Source: an optimization exercise on an open RTL-to-GDS flow (aim: small area, a short achievable clock period and few clock cycles per item). Production flows keep margins and buffers that such runs may drop.
Function was checked by simulation only, so behaviour that the tests miss may differ from the original.

[flow/design.v]
module zw96_blend (
    input  wire           clk,
    input  wire           rst,
    input  wire           in_valid,
    output wire           in_ready,
    input  wire [13:0]    bg_r,
    input  wire [13:0]    bg_g,
    input  wire [13:0]    bg_b,
    input  wire [7:0]     layer_en,      
    input  wire [8*14-1:0] a_pix,        
    input  wire [8*14-1:0] a_glob,       
    input  wire [8*14-1:0] c_r,
    input  wire [8*14-1:0] c_g,
    input  wire [8*14-1:0] c_b,
    output reg            out_valid,
    output reg  [13:0]    out_r,
    output reg  [13:0]    out_g,
    output reg  [13:0]    out_b,
    output reg  [8*14-1:0] out_w,        
    output reg  [7:0]     out_contrib    
);
    localparam [13:0] FULL = 14'd16383;
    function [13:0] mul;
        input [13:0] x;
        input [13:0] y;
        reg   [27:0] n;
        begin
            n   = x * y + 28'd8191;
            mul = n / 28'd16383;
        end
    endfunction
    reg  [7:0]      en_q;
    reg  [8*14-1:0] a_pix_q, a_glob_q, c_r_q, c_g_q, c_b_q;
    reg             busy;
    reg  [2:0]      step;
    reg  [13:0]     acc_r, acc_g, acc_b;
    reg  [13:0]     tr;
    reg  [8*14-1:0] w_q;
    assign in_ready = !busy;
    wire [2:0]  k = step;
    wire [2:0]  j = 3'd7 - step;
    wire [13:0] ak = en_q[k] ? mul(a_pix_q[14*k +: 14], a_glob_q[14*k +: 14]) : 14'd0;
    wire [13:0] aj = en_q[j] ? mul(a_pix_q[14*j +: 14], a_glob_q[14*j +: 14]) : 14'd0;
    wire [13:0] nr = mul(c_r_q[14*k +: 14], ak) + mul(acc_r, FULL - ak);
    wire [13:0] ng = mul(c_g_q[14*k +: 14], ak) + mul(acc_g, FULL - ak);
    wire [13:0] nb = mul(c_b_q[14*k +: 14], ak) + mul(acc_b, FULL - ak);
    wire [13:0] wj  = mul(aj, tr);
    wire [13:0] ntr = mul(FULL - aj, tr);
    integer i;
    always @(posedge clk) begin
        if (rst) begin
            busy      <= 1'b0;
            step      <= 3'd0;
            out_valid <= 1'b0;
        end else begin
            out_valid <= 1'b0;
            if (!busy) begin
                if (in_valid) begin
                    en_q     <= layer_en;
                    a_pix_q  <= a_pix;
                    a_glob_q <= a_glob;
                    c_r_q    <= c_r;
                    c_g_q    <= c_g;
                    c_b_q    <= c_b;
                    acc_r    <= bg_r;
                    acc_g    <= bg_g;
                    acc_b    <= bg_b;
                    tr       <= FULL;
                    step     <= 3'd0;
                    busy     <= 1'b1;
                end
            end else begin
                acc_r <= nr;
                acc_g <= ng;
                acc_b <= nb;
                tr    <= ntr;
                w_q[14*j +: 14] <= wj;
                step  <= step + 3'd1;
                if (step == 3'd7) begin
                    busy      <= 1'b0;
                    out_valid <= 1'b1;
                    out_r     <= nr;
                    out_g     <= ng;
                    out_b     <= nb;
                    for (i = 0; i < 8; i = i + 1) begin
                        out_w[14*i +: 14] <= (i == 0) ? wj : w_q[14*i +: 14];
                        out_contrib[i]    <= ((i == 0) ? wj : w_q[14*i +: 14]) >= 14'h0100;
                    end
                end
            end
        end
    end
endmodule
[flow/config.mk]
export PLATFORM = sky130hd
export DESIGN_NAME = zw96_blend
export DESIGN_NICKNAME = zw96_blend
export VERILOG_FILES = /design/flow/design.v
export SDC_FILE = /design/flow/constraint.sdc
export NUM_CORES = 4
export LEC_CHECK = 0
export CAP_MARGIN = 20
export CORE_MARGIN = 2
export CORE_UTILIZATION = 40
export PLACE_DENSITY = 0.6
export SLEW_MARGIN = 20
[flow/constraint.sdc]
create_clock -name core_clock -period 45.0 [get_ports {clk}]
set_input_delay 9.0000 -clock core_clock [delete_from_list [all_inputs] [get_ports {clk}]]
set_output_delay 9.0000 -clock core_clock [all_outputs]
set_load 0.01 [all_outputs]
[flow/run.sh]
#!/bin/bash
# synth_recipe.tcl (not shown) runs the flow's synth.tcl, then flattens the netlist and writes it again
# the make line also repeats each setting of config.mk as NAME=value (left out here)
make -C /OpenROAD-flow-scripts/flow DESIGN_CONFIG=/design/flow/config.mk WORK_HOME=/design/flow/orfs CLKGATE_MAP_FILE= SYNTH_SCRIPT=/design/flow/synth_recipe.tcl finish
==> flow_summary.json <==
{
  "path_common_cell": "fa_1",
  "htreeDepth": 3,
  "grt_overflow": 0,
  "syn-cell-area_mm2": 0.168,
  "vias": 159000,
  "synth_largest_area_cell": "fa_1",
  "avgSynthCellArea_um2": 8.36,
  "routed_wl_um": 591000,
  "post-route-min-period_ns": 43.03,
  "hold_viol": 0,
  "syn-num-nets": 23100,
  "ios": 777,
  "nNetsFinal": 23800,
  "crit_family": "compound AO/OA/AOI/OAI gates",
  "postRouteAntennaNets": 0,
  "critPathRequiredTime_ns": 45.62,
  "start_util_pct": 40.2,
  "final_cell_count_no_fill": 26400,
  "dieArea_mm2": 0.425,
  "first_iter_violations": 14300,
  "synth_seq_area_share_pct": 15.9,
  "drv_slew": 0,
  "clock_latency_ns": 0.93,
  "grt_use_total_pct": 27.0,
  "path_max_fanout": 27,
  "fin_skew_ns": 0.127,
  "cpMaxStageDelayCell": "or4_4",
  "tns_ns": 0,
  "layout-drive-gt1-share_pct": 9.40,
  "synth_cell_types": 156,
  "core_mm2": 0.417,
  "synth_top_area_share_pct": 18.6,
  "grt_pass1_vias": 154000,
  "clock_sinks": 889,
  "worstMarginPinSlew_ns": 1.17,
  "viasPerCell": 6.03,
  "setup_viol": 0,
  "cts-root-buf": "clkbuf_16",
  "relSlewSlack_pct": 22.0,
  "synth-async-reset-ratio_pct": 0,
  "synth-edff-count": 884,
  "fin_crit_sh_pct": 95.6,
  "grt_max_degree": 173,
  "drc": 0,
  "cts-buffers-inserted": 105,
  "synth_ff_type": "edfxtp_1",
  "drt_first_pass_iters": 8,
  "yosys_warnings": 1,
  "maxCapViolations": 0,
  "ys_seq_elements": 889,
  "areaGrowthSynthToFinish_pct": 12.8,
  "wl_per_cell_um": 22.4,
  "rows": 237,
  "clk_pin_slew_ns": 0.07,
  "dp.cells": 26100,
  "cp.buffers_inverters": 11,
  "cp-start-kind": "register",
  "port_buffers": 776,
  "tritoncts": "built",
  "die_x_um": 652,
  "grt_pass1_wl_um": 913000,
  "holdCritPathClass": "reg -> reg",
  "ys_top_cells_by_area": "fa_1, edfxtp_1, ha_1, nand2_1, inv_1",
  "synth_cells": 20100,
  "place_hpwl_um": 478000,
  "arrival_ns": 43.65,
  "crit_type": "reg -> reg",
  "gp_congestion": 0.960,
  "endpoint_kind": "register",
  "clockBufferDepth": 4,
  "max_freq_ghz": 0.0232,
  "status": "complete, no violations",
  "antenna_found_initial": 39,
  "die_h_um": 652,
  "slowest_delay_ns": 0.68
}
## layout by cell type (no fill, tap or decap), drive strengths merged, types with 561 or more instances in the layout
| master | Yosys | layout |
|---|---|---|
| ha | 892 | 892 |
| a21oi | 1018 | 1018 |
| and2 | 561 | 561 |
| buf | 235 | 614 |
| edfxtp | 884 | 884 |
| clkdlybuf4s50 | 1 | 776 |
| nand2 | 2717 | 2717 |
| nand3 | 567 | 567 |
| o21ai | 832 | 832 |
| inv | 1856 | 1870 |
| nor2 | 1432 | 1432 |
| nor3 | 572 | 572 |
| fa | 1556 | 1556 |
## cell type report
type / instances / area (um2)
Clock inverter: 68 / 733
Sequential cell: 889 / 26700
Inverter: 1858 / 6980
Timing Repair Buffer: 1392 / 12600
Antenna cell: 53 / 133
Fill cell: 41100 / 228000
Clock buffer: 121 / 2690
Multi-Input combinational cell: 16500 / 133000
Tap cell: 5497 / 6880
## cell usage after synthesis (83+ instances only)
cell type / count
or2_2: 203
edfxtp_1: 884
nor2_1: 1428
nor3_1: 546
and4_1: 102
inv_1: 1849
nor4_1: 258
o21ai_1: 98
nand2b_1: 198
ha_1: 892
mux2_2: 106
o31a_1: 102
a21oi_1: 1005
a211oi_1: 210
clkbuf_1: 567
nor2b_1: 118
mux2i_1: 180
and3_1: 287
nand2_1: 2716
o21bai_1: 83
or3_1: 208
buf_2: 99
a21o_1: 256
o21ai_0: 726
a31oi_1: 224
a211o_1: 95
and2_1: 549
o31ai_1: 183
o211a_1: 92
fa_1: 1556
mux4_2: 200
nand3_1: 563
or4_1: 117
o211ai_1: 248
xnor2_1: 544
nand4_1: 285
xor2_1: 256
o21a_1: 184
## worst paths after layout
| check | slack, ns | cells after the start | end | startpoint |
|---|---|---|---|---|
| setup / recovery | 1.97 | 140 | acc_r[12]$_DFFE_PP_ | step[0]$_SDFFE_PP0N_ |
| setup reg to reg | 1.97 | 140 | acc_r[12]$_DFFE_PP_ | step[0]$_SDFFE_PP0N_ |
| hold / removal | 0.45 | 0 | out_w[71]$_DFFE_PP_ | w_q[71]$_DFFE_PP_ |
| hold reg to reg | 0.45 | 0 | out_w[71]$_DFFE_PP_ | w_q[71]$_DFFE_PP_ |
## sequential cells by signal (all words and copies together) (netlist names), 98 cells and up
name and flops:
w_q 98, c_g_q 112, c_b_q 112, c_r_q 112, a_glob_q 112, out_w 112
a_pix_q 112
## routing by layer
layer  part of all wire [%]  global-route usage, %  up-vias
li1                       -                      -    73800
met1                     42                   35.9    78400
met2                     47                   45.0     5930
met3                    6.9                   3.70      862
met4                    3.6                   8.77       14
met5                  0.016                      0        -
## kinds of logic (layout without fill, tap and decap cells)
family / after synthesis / in the layout / share of synthesized area [%]
adder cells (fa/ha/maj): 2478 / 2478 / 25.4
AND/OR/NAND/NOR: 8010 / 8010 / 23.9
buffers and inverters: 2673 / 3439 / 6.31
multiplexers: 492 / 492 / 4.52
other: 0 / 53 / 0
flip-flops: 889 / 889 / 15.9
XOR/XNOR: 807 / 807 / 4.24
AO/OA/AOI/OAI: 4711 / 4711 / 19.7
## per-stage QoR
| stage | setup WS [ns] | hold slack [ns] | cell area [um2] | utilization [%] |
|---|---|---|---|---|
| global route | -0.0981 | 0.445 | 189000 | 45.3 |
| CTS | 0.0854 | 0.426 | 187000 | 44.8 |
| global placement | -0.595 | 0.436 | 183000 | 44.0 |
| floorplan | 3.82 | 0.420 | 168000 | - |
| detailed placement | -0.695 | 0.440 | 183000 | 44.0 |
| finish | 1.97 | 0.445 | 189000 | 45.3 |
## timing repair
action	CTS	global route
resized for setup	9	332
pin swaps	1	30
endpoints found under the setup margin	29	183
setup buffers	1	43
hold buffers	0	0
cloned	0	2
Testbench counts, summed over its fixed seeds: cycles 72,008, items 8,000.

==> port drivers added, routing unchanged <==
The flow's constraints put no driver on any port. The routed layout listed below was extracted and timed again, unchanged, in two steps.
Step 1, drivers: a clkbuf_16 drives clk and a buf_2 each remaining input, both assumed.
Step 2 times the ports against the registers' clock, not the clock port: input delays grow and output delays shrink by t, the midpoint of the rising clock arrivals with the driver on.
Three values: ideal ports, drivers, drivers and shift; two values: the first two.
t, ns: 0.982
slack for setup (ns): 1.973 / 1.973 / 1.973
worst hold slack (ns): 0.445 / 0.445 / 0.445
worst register clock-pin slew, ns: 0.09 / 0.09
After both steps setup and hold are still met in this run. For this run, drivers alone change the setup slack by 0.000 ns; drivers and shift together by 0.000 ns.
